This is an optimization exercise on Yosys and OpenROAD, whose aim is small area, a short achievable clock period and few clock cycles per item, not a production implementation.
Only simulation tests tie the RTL to the original design; equivalence was not proved.

==> flow/design.v (outline; a module is shown in full before it is edited, if it fits) <==
// module servo_loop: 442 lines
// module servo_mac_c: 502 lines
// module servo_mac_p: 1783 lines
// module servo_mul16: 401 lines
module servo_loop (
    input  wire         clk,
    input  wire         rst,
    input  wire         in_valid,
    output wire         in_ready,
    input  wire         fb_ok,
    input  wire [31:0]  posa,
    input  wire [31:0]  vel_fb,
    input  wire [31:0]  qref,
    input  wire [31:0]  vref,
    input  wire [15:0]  tff,
    input  wire         en,
    input  wire [14:0]  safe_lim,
    input  wire         pv2,
    input  wire [3:0]   shp,
    input  wire [3:0]   shv,
    input  wire [15:0]  kp,
    input  wire [3:0]   kp_e,
    input  wire [15:0]  kv,
    input  wire [3:0]   kv_e,
    input  wire [15:0]  ki,
    input  wire [3:0]   ki_e,
    input  wire [14:0]  ilim,
    input  wire [14:0]  trq_lim,
    input  wire [1:0]   ff_mode,
    input  wire [319:0] bq_coef,
    output reg          out_valid,
    output reg  [15:0]  trq,
    output reg  [15:0]  tlim,
    output reg          sat,
    output reg          clamped
);
  // ...
==> flow/run.sh <==
#!/bin/bash
# synth_recipe.tcl (not shown) runs the flow's synth.tcl, then flattens the netlist and writes it again
# the make line also repeats each setting of config.mk as NAME=value (left out here)
make -C /OpenROAD-flow-scripts/flow DESIGN_CONFIG=/design/flow/config.mk WORK_HOME=/design/flow/orfs CLKGATE_MAP_FILE= SYNTH_SCRIPT=/design/flow/synth_recipe.tcl finish
==> flow/config.mk <==
export PLATFORM = sky130hd
export DESIGN_NAME = servo_loop
export DESIGN_NICKNAME = servo_loop
export VERILOG_FILES = /design/flow/design.v
export SDC_FILE = /design/flow/constraint.sdc
export NUM_CORES = 4
export LEC_CHECK = 0
export ABC_AREA = 1
export CAP_MARGIN = 20
export CORE_MARGIN = 2
export CORE_UTILIZATION = 60
export PLACE_DENSITY = 0.7
export SLEW_MARGIN = 20
==> flow/constraint.sdc <==
create_clock -name core_clock -period 17.0 [get_ports {clk}]
set_input_delay 3.4000 -clock core_clock [delete_from_list [all_inputs] [get_ports {clk}]]
set_output_delay 3.4000 -clock core_clock [all_outputs]
set_load 0.01 [all_outputs]
==> reports/metrics.yaml, run 1 <==
yosys:
  ys_top_cells_by_count: "nand2_1 (3612), inv_1 (2715), nor2_1 (1383)"
  syn_avg_cell_area_sq_um: 7.415
  synth_ff_type: "dfxtp_1"
  yosysSeqAreaShare_pct: 26.62
  yosysMostFrequentCell: "nand2_1"
  ys_ff_latch: 1607
  synth.mux.area_fraction_pct: 0.9681
  ys_types: 94
  syn-num-nets: 20390
clock_tree:
  holdBufCountCts: 0
  cts_tree: "yes"
  post_cts_buffers: 0
  clkSlewWorstSetupHoldPaths_ns: 0.07
  clock_path_buffers: 3
run_status:
  status: "no timing/DRC/antenna violations"
global_routing:
  use_met2_pct: 65.93
critical_path:
  crit_arrival_ns: 5.24
  crit_end: "in_ready"
  critPathMaxFanout: 2
  cp.depth: 5
  path_class: "in2out"
  reg2reg_to: "by1[1][13]"
layout:
  antennaDiodeCount: 46
  largest_class: "multi-input combinational cells"
  drive_gt1_share_pct: 4.117
  nClkBuffers: 224
  layout_common_cells: "nand2_1 (3604), inv_1 (2710), nor2_1 (1376)"
  fin_area_sq_um: 149500
floorplan:
  fp-row-count: 174
  core_sq_um: 224700
timing:
  setup_ws_ns: 8.364
  relSlewSlack_pct: 9.995
  clock_skew_ns: 0.07540
  fmax_ghz: 0.1158
placed_design:
  hpwl_um: 405100
detailed_routing:
  drt-initial-drc-count: 18080
Testbench counts, summed over its fixed seeds: cycles 30,219, items 9,600.
==> run 2, diff against run 1 <==
--- a/flow/config.mk
+++ b/flow/config.mk
@@ -9,5 +9,5 @@
 export CAP_MARGIN = 20
 export CORE_MARGIN = 2
-export CORE_UTILIZATION = 60
-export PLACE_DENSITY = 0.7
+export CORE_UTILIZATION = 50
+export PLACE_DENSITY = 0.62
 export SLEW_MARGIN = 20
==> run 2 against run 1 <==
Effect of this change: global-route usage down 7.5 points; hold slack improved by 0.0057 ns; synthesized cell count is the same; via count shrank 2.5%; clock skew is 0.040 ns higher; critical path depth up 11; highest routed layer unchanged.
==> reports/metrics.yaml, run 2 <==
global_routing:
  antenna_found_initial: 64  # was 77
  grt_usage_pct: 37.45  # was 44.96%
  grt_pass1_wl_um: 780000  # was 777400 um
  busiest_layer: "met2"  # unchanged
  grt_start_max_net_pins: 191  # was 100
  use_met2_pct: 57.22  # was 65.93%
  first_global_vias: 121000  # was 123000
  gr-total-overflow: 0  # unchanged
  met1_usage_pct: 47.79  # was 56.65%
  grt_use_met3_pct: 9.365  # was 14.28%
timing:
  setup_ws_ns: 8.714  # was 8.364 ns
  relSlewSlack_pct: 12.69  # was 9.995%
  hold_violations: 0  # unchanged
  clock_skew_ns: 0.1152  # was 0.07540 ns
  rsz0062_at_grt: "false"  # unchanged
  worst_slew_pin_slew_ns: 1.293  # was 1.346 ns
  finalCritPeriodShare_pct: 48.74  # was 50.80%
  slew_viol_final: 0  # unchanged
  finalSetupTns_ns: 0  # unchanged
  fmax_ghz: 0.1207  # was 0.1158 GHz
  setup_viol: 0  # unchanged
  period_needed_ns: 8.286  # was 8.636 ns
floorplan:
  fp.dieArea_sq_um: 275300  # was 229800 sq um
  pin_count: 621  # unchanged
  core_sq_um: 270300  # was 224700 sq um
  fp.dieH_um: 524.7  # was 479.3 um
  fp-row-count: 191  # was 174
  die_w_um: 524.7  # was 479.3 um
  initial_utilization_pct: 50.16  # was 60.34%
critical_path:
  cp.required_ns: 17.70  # was 13.60 ns
  crit_arrival_ns: 8.98  # was 5.24 ns
  setup.worst_path.end_class: "flop"  # was output pin
  critPathMaxFanout: 70  # was 2
  reg2reg_to: "p_coef[46]"  # was by1[1][13]
  rr_worst_depth: 16  # was 28
  timing.rr.start: "v7"  # was upd_r
  path_class: "reg2reg"  # was in2out
  critPathLaunchType: "flop"  # was input port
  worst-r2r-setup-slack_ns: 8.71  # was 8.48 ns
yosys:
  syn-num-nets: 20390  # unchanged
  synthAdderAreaFrac_pct: 18.86  # unchanged
  synth_compound_area_share_pct: 16.06  # unchanged
  synth-simple-area-share_pct: 19.07  # unchanged
  yosys-top-cells-area: "dfxtp_1 (18%), fa_1 (13%), nand2_1 (10%), edfxtp_1 (8.7%), inv_1 (7.5%)"  # unchanged
  synth_area_leader_cell: "dfxtp_1"  # unchanged
  synth_ff_type: "dfxtp_1"  # unchanged
  synth.mux.area_fraction_pct: 0.9681  # unchanged
  ys_ff_latch: 1607  # unchanged
  synth_edf_count: 392  # unchanged
  synth_top_area_share_pct: 17.94  # unchanged
  ys_top_cells_by_count: "nand2_1 (3612), inv_1 (2715), nor2_1 (1383)"  # unchanged
  ys_types: 94  # unchanged
  synth_area_sq_um: 135600  # unchanged
  synth_top_family_by_area: "simple AND/OR/NAND/NOR gates"  # unchanged
  synth_cells: 18280  # unchanged
  yosysMostFrequentCell: "nand2_1"  # unchanged
  syn_avg_cell_area_sq_um: 7.415  # unchanged
  yosysSeqAreaShare_pct: 26.62  # unchanged
  yosys_warnings: 1  # unchanged
  synth-xor-area-share_pct: 7.942  # unchanged
  ys_async_sr_fraction_pct: 0  # unchanged
layout:
  top_register: "pr"  # unchanged
  largest_reg_flops: 136  # unchanged
  synthToLayoutAreaGrowth_pct: 10.71  # was 10.25%
  top_regs: "pr x136, p_coef x96"  # unchanged
  drive_gt1_share_pct: 4.055  # was 4.117%
  final_common_cell: "nand2_1"  # unchanged
  layout_common_cells: "nand2_1 (3604), inv_1 (2710), nor2_1 (1376)"  # unchanged
  fin_nets: 20440  # was 20450
placed_design:
  hpwl_um: 413600  # was 405100 um
  dp_slack_ns: 8.828  # was 8.454 ns
  portBuffers: 619  # unchanged
  place_congestion: 1.041  # was 1.081
clock_tree:
  clock_sinks: 1607  # unchanged
  ctsResizeCount: 0  # unchanged
  holdBufCountCts: 0  # unchanged
  cts_tree: "yes"  # unchanged
  h-tree-depth: 4  # unchanged
  clock_path_buffers: 4  # was 3
  post_cts_buffers: 0  # unchanged
  clock_latency_ns: 0.88  # was 0.93 ns
  clock-root-buffer: "clkbuf_16"  # unchanged
  clkSlewWorstSetupHoldPaths_ns: 0.06  # was 0.07 ns
  cts_buffers: 177  # was 169
detailed_routing:
  drc: 0  # unchanged
  routed_wl_um: 529800  # was 527600 um
  wire_per_inst_um: 23.99  # was 24.52 um
  vias_per_cell: 5.753  # was 6.053
  ant_nets: 0  # unchanged
  dr.pass1.iters: 8  # was 10
  vias: 127000  # was 130300
  drt-initial-drc-count: 13970  # was 18080
hold_path:
  whs_path_depth: 0  # unchanged
  hp-class: "reg2reg"  # unchanged
  timing.hold.worst_endpoint: "s3_tffo"  # unchanged
  min_from: "s2_tffo"  # unchanged
run:
  max_cap_violations: 0  # unchanged
run_status:
  status: "no timing/DRC/antenna violations"  # unchanged
[run 2: changes by cell type in the layout (fill, tap and decap cells not counted), moves of 7 or more]
cell	change
clkbuf_8	+7
bufinv_16	-7
buf_4	-23
clkbuf_16	+13
clkinv_16	-7
diode_2	-7
[run 2: layout make-up]
class	instances	area, sq um
Clock inverter	79	849.6
Timing Repair Buffer	773	7366
Antenna cell	39	97.59
Multi-Input combinational cell	12960	85460
Sequential cell	1607	36100
Fill cell	26350	120200
Clock buffer	243	5167
Tap cell	3570	4467
Inverter	2813	10570
[run 2: kinds of logic after synthesis]
logic type / after synthesis
simple gates: 6316
compound gates: 3759
buf+inv: 3718
flops: 1607
fa+ha+maj: 1526
xor+xnor: 1225
mux: 130
other cells: 1
[run 2: layer usage]
layer | share of wire, % | up-vias
met2 | 43 | 6171
met4 | 6.9 | 48
met3 | 10 | 1359
met1 | 40 | 59760
met5 | 0.059 | -
li1 | - | 59690
[run 2: through the flow]
step,hold slack (ns),cells,utilization (%),cell area [sq um]
floorplan,0.3096,18280,-,135600
global placement,0.3099,21720,53.25,143900
detailed placement,0.3121,21720,53.26,143900
CTS,0.3139,22040,55.48,150000
global route,0.3167,22060,55.51,150000
finish,0.3158,22080,55.53,150100
[run 2: worst max-delay path, cell delays in order, from the launching register on]
cell and delay [ns]:
dfxtp_4 0.40, buf_4 0.35, nor2_4 0.16, buf_4 0.72
nand3_1 0.27, o21ai_4 0.45, buf_4 0.72, buf_4 0.59
ha_1 0.23, buf_4 0.52, inv_1 0.54, buf_4 0.38
nor2_1 0.85, inv_1 0.69, o21ai_0 0.71, nor2_1 0.09
a211oi_1 0.21
[run 2: how the worst max path moves through the flow]
stage / slack [ns] / start / to
5_1_grt: 8.00 / upd_r / by1[3][4]
4_1_cts: 8.77 / upd_r / by1[0][2]
3_3_place_gp: 8.84 / pv2 / in_ready
3_5_place_dp: 8.83 / upd_r / by1[1][2]
2_1_floorplan: 9.94 / p_coef[29] / pr[1][33]
6_report: 8.71 / v7 / p_coef[46]
==> run 3, diff against run 2 <==
--- a/flow/config.mk
+++ b/flow/config.mk
@@ -9,5 +9,5 @@
 export CAP_MARGIN = 20
 export CORE_MARGIN = 2
-export CORE_UTILIZATION = 50
-export PLACE_DENSITY = 0.62
+export CORE_UTILIZATION = 45
+export PLACE_DENSITY = 0.58
 export SLEW_MARGIN = 20
==> run 3 against run 2 <==
Effect of this change: still clean on timing, DRC and antenna; fmax shrank 5.7%; final cell count grew 2.0%; via count is essentially flat; critical path type unchanged; largest cell class unchanged; highest routed layer unchanged.
==> reports/metrics.yaml, run 3 <==
run_status:
  status: "no timing/DRC/antenna violations"  # unchanged
placed_design:
  hpwl_um: 423900  # was 413600 um
  place_congestion: 1.012  # was 1.041
  dp.cells: 22130  # was 21720
  portBuffers: 619  # unchanged
clock_tree:
  post_cts_buffers: 0  # unchanged
  clock_latency_ns: 0.92  # was 0.88 ns
  clock-root-buffer: "clkbuf_16"  # unchanged
  clock_path_buffers: 4  # unchanged
  holdBufCountCts: 0  # unchanged
  ctsResizeCount: 0  # unchanged
  cts_buffers: 185  # was 177
  h-tree-depth: 4  # unchanged
  clock_sinks: 1607  # unchanged
  cts_tree: "yes"  # unchanged
  clkSlewWorstSetupHoldPaths_ns: 0.07  # was 0.06 ns
timing:
  period_needed_ns: 8.792  # was 8.286 ns
  finalSetupTns_ns: 0  # unchanged
  rsz0062_at_grt: "false"  # unchanged
  hold_violations: 0  # unchanged
  setup_viol: 0  # unchanged
  fmax_ghz: 0.1137  # was 0.1207 GHz
  finalCritPeriodShare_pct: 51.72  # was 48.74%
  worst_slew_pin_slew_ns: 1.221  # was 1.293 ns
  clock_skew_ns: 0.1361  # was 0.1152 ns
  relSlewSlack_pct: 17.86  # was 12.69%
  slew_viol_final: 0  # unchanged
global_routing:
  grt_pass1_wl_um: 789700  # was 780000 um
  grt_start_max_net_pins: 198  # was 191
  antenna_found_initial: 58  # was 64
  grt_usage_pct: 34.24  # was 37.45%
  gr-total-overflow: 0  # unchanged
  first_global_vias: 120300  # was 121000
yosys:
  yosysSeqAreaShare_pct: 26.62  # unchanged
  yosys-top-cells-area: "dfxtp_1 (18%), fa_1 (13%), nand2_1 (10%), edfxtp_1 (8.7%), inv_1 (7.5%)"  # unchanged
  synth_cells: 18280  # unchanged
  synth_top_area_share_pct: 17.94  # unchanged
  syn_avg_cell_area_sq_um: 7.415  # unchanged
  synth_area_sq_um: 135600  # unchanged
  ys_async_sr_fraction_pct: 0  # unchanged
  ys_types: 94  # unchanged
  synth_edf_count: 392  # unchanged
  ys_ff_latch: 1607  # unchanged
  syn-num-nets: 20390  # unchanged
  yosysMostFrequentCell: "nand2_1"  # unchanged
  synth_area_leader_cell: "dfxtp_1"  # unchanged
  ys_top_cells_by_count: "nand2_1 (3612), inv_1 (2715), nor2_1 (1383)"  # unchanged
  synth_ff_type: "dfxtp_1"  # unchanged
  yosys_warnings: 1  # unchanged
floorplan:
  core_sq_um: 299800  # was 270300 sq um
  fp.dieH_um: 552.9  # was 524.7 um
  die_w_um: 552.9  # was 524.7 um
  fp-row-count: 201  # was 191
  initial_utilization_pct: 45.22  # was 50.16%
  fp.dieArea_sq_um: 305700  # was 275300 sq um
  pin_count: 621  # unchanged
critical_path:
  critPathMaxFanout: 22  # was 70
  critPathLaunchType: "flop"  # unchanged
  crit_family: "simple AND/OR/NAND/NOR gates"  # was buffers and inverters
  path_class: "reg2reg"  # unchanged
  cp.required_ns: 17.59  # was 17.70 ns
  setup.worst_path.end_class: "flop"  # unchanged
  worst-path-buf-inv: 9  # was 8
  crit_path_top_delay_cell: "nand2_1"  # was nor2_1
  crit_arrival_ns: 9.38  # was 8.98 ns
  crit_start: "upd_r"  # was v7
  cpPeakStageDelay_ns: 0.91  # was 0.85 ns
  cp_common_cell: "inv_1"  # was buf_4
  timing.rr.start: "upd_r"  # was v7
detailed_routing:
  vias_per_cell: 5.635  # was 5.753
  ant_nets: 0  # unchanged
  drc: 0  # unchanged
  wire_per_inst_um: 23.89  # was 23.99 um
  vias: 127000  # about the same
  drt-initial-drc-count: 13810  # was 13970
  routed_wl_um: 538200  # was 529800 um
  dr.pass1.iters: 7  # was 8
layout:
  top_regs: "pr x136, p_coef x96"  # unchanged
  layout_common_cells: "nand2_1 (3604), inv_1 (2710), nor2_1 (1376)"  # unchanged
  fin_nets: 20470  # was 20440
  final_common_cell: "nand2_1"  # unchanged
  drive_gt1_share_pct: 4.239  # was 4.055%
  synthToLayoutAreaGrowth_pct: 11.41  # was 10.71%
  final_cells: 22530  # was 22080
  final_util_pct: 50.38  # was 55.53%
  largest_reg_flops: 136  # unchanged
  top_register: "pr"  # unchanged
hold_path:
  hp-class: "reg2reg"  # unchanged
  min_from: "f1_tff[4]"  # was s2_tffo
run:
  max_cap_violations: 0  # unchanged
[run 3: worst paths after layout]
path          endpoint  cells past startpoint  slack [ns]
max          by1[3][1]                     32        8.21
min          s2_tff[4]                      0        0.32
max reg2reg  by1[3][1]                     32        8.21
min reg2reg  s2_tff[4]                      0        0.32
[run 3: kinds of logic (layout without fill, tap and decap cells)]
kind of cell / count (synthesis) / in the layout / synth area share [%]
AND/OR/NAND/NOR: 6316 / 6316 / 19.07
buffers and inverters: 3718 / 3954 / 10.47
multiplexers: 130 / 130 / 0.9682
XOR/XNOR: 1225 / 1225 / 7.942
AO/OA/AOI/OAI: 3759 / 3759 / 16.06
adder cells (fa/ha/maj): 1526 / 1526 / 18.86
other: 1 / 55 / 0.002766
flip-flops: 1607 / 1607 / 26.62
[run 3: worst reg2reg max path, delay by kind of cell (launching register included)]
family / cells / cell delay (ns)
AO/OA/AOI/OAI: 3 / 0.37
XOR/XNOR: 1 / 0.18
adder cells (fa/ha/maj): 6 / 2.71
buffers and inverters: 9 / 1.58
flip-flops: 1 / 0.76
AND/OR/NAND/NOR: 13 / 2.90
[run 3: final cells by class]
type                            instances  area [sq um]
Fill cell                           30200        148700
Multi-Input combinational cell      12960         85490
Sequential cell                      1607         36100
Inverter                             2813         10570
Timing Repair Buffer                  799          7595
Clock buffer                          246          5170
Tap cell                             3958          4952
Clock inverter                         96          1026
Antenna cell                           54         135.1
[run 3: per-stage QoR]
stage / hold slack, ns / worst slack (ns) / area [sq um]
floorplan: 0.3096 / 9.943 / 135600
global placement: 0.3099 / 8.436 / 144600
detailed placement: 0.3121 / 8.442 / 144700
CTS: 0.3123 / 8.419 / 150900
global route: 0.3200 / 7.694 / 151000
finish: 0.3155 / 8.208 / 151000
[run 3: per-layer routing]
| layer | vias up | global-route usage (%) | routed length [um] |
|---|---|---|---|
| li1 | 59720 | - | - |
| met1 | 60490 | 45.40 | 223600 |
| met5 | - | 0 | 168 |
| met4 | 26 | 17.76 | 31680 |
| met3 | 1070 | 6.836 | 48580 |
| met2 | 5660 | 52.68 | 234200 |

[port drivers added, routing unchanged]
In the flow no input, the clock included, has a driving cell. The finished layouts below were timed again as built, in two steps.
Step 1, drivers: a clkbuf_16 drives clk and a buf_2 each remaining input, both assumed.
Step 2 times the ports against the registers' clock, not the clock port: input delays grow and output delays shrink by t, the midpoint of the rising clock arrivals with the driver on.
Slacks: ideal ports / drivers / drivers and shift; pairs: ideal ports / drivers.
run | shift t [ns] | setup WS [ns] | worst slew at a driven data input, ns
run 1 | 0.976 | 8.364 / 8.287 / 8.287 | 0.33
run 2 | 0.938 | 8.714 / 8.714 / 8.714 | 0.28
run 3 | 0.964 | 8.208 / 8.208 / 8.208 | 0.30
After both steps every run listed still meets setup and hold. For run 1, which loses most, drivers alone change the setup slack by -0.077 ns; drivers and shift together by -0.077 ns.
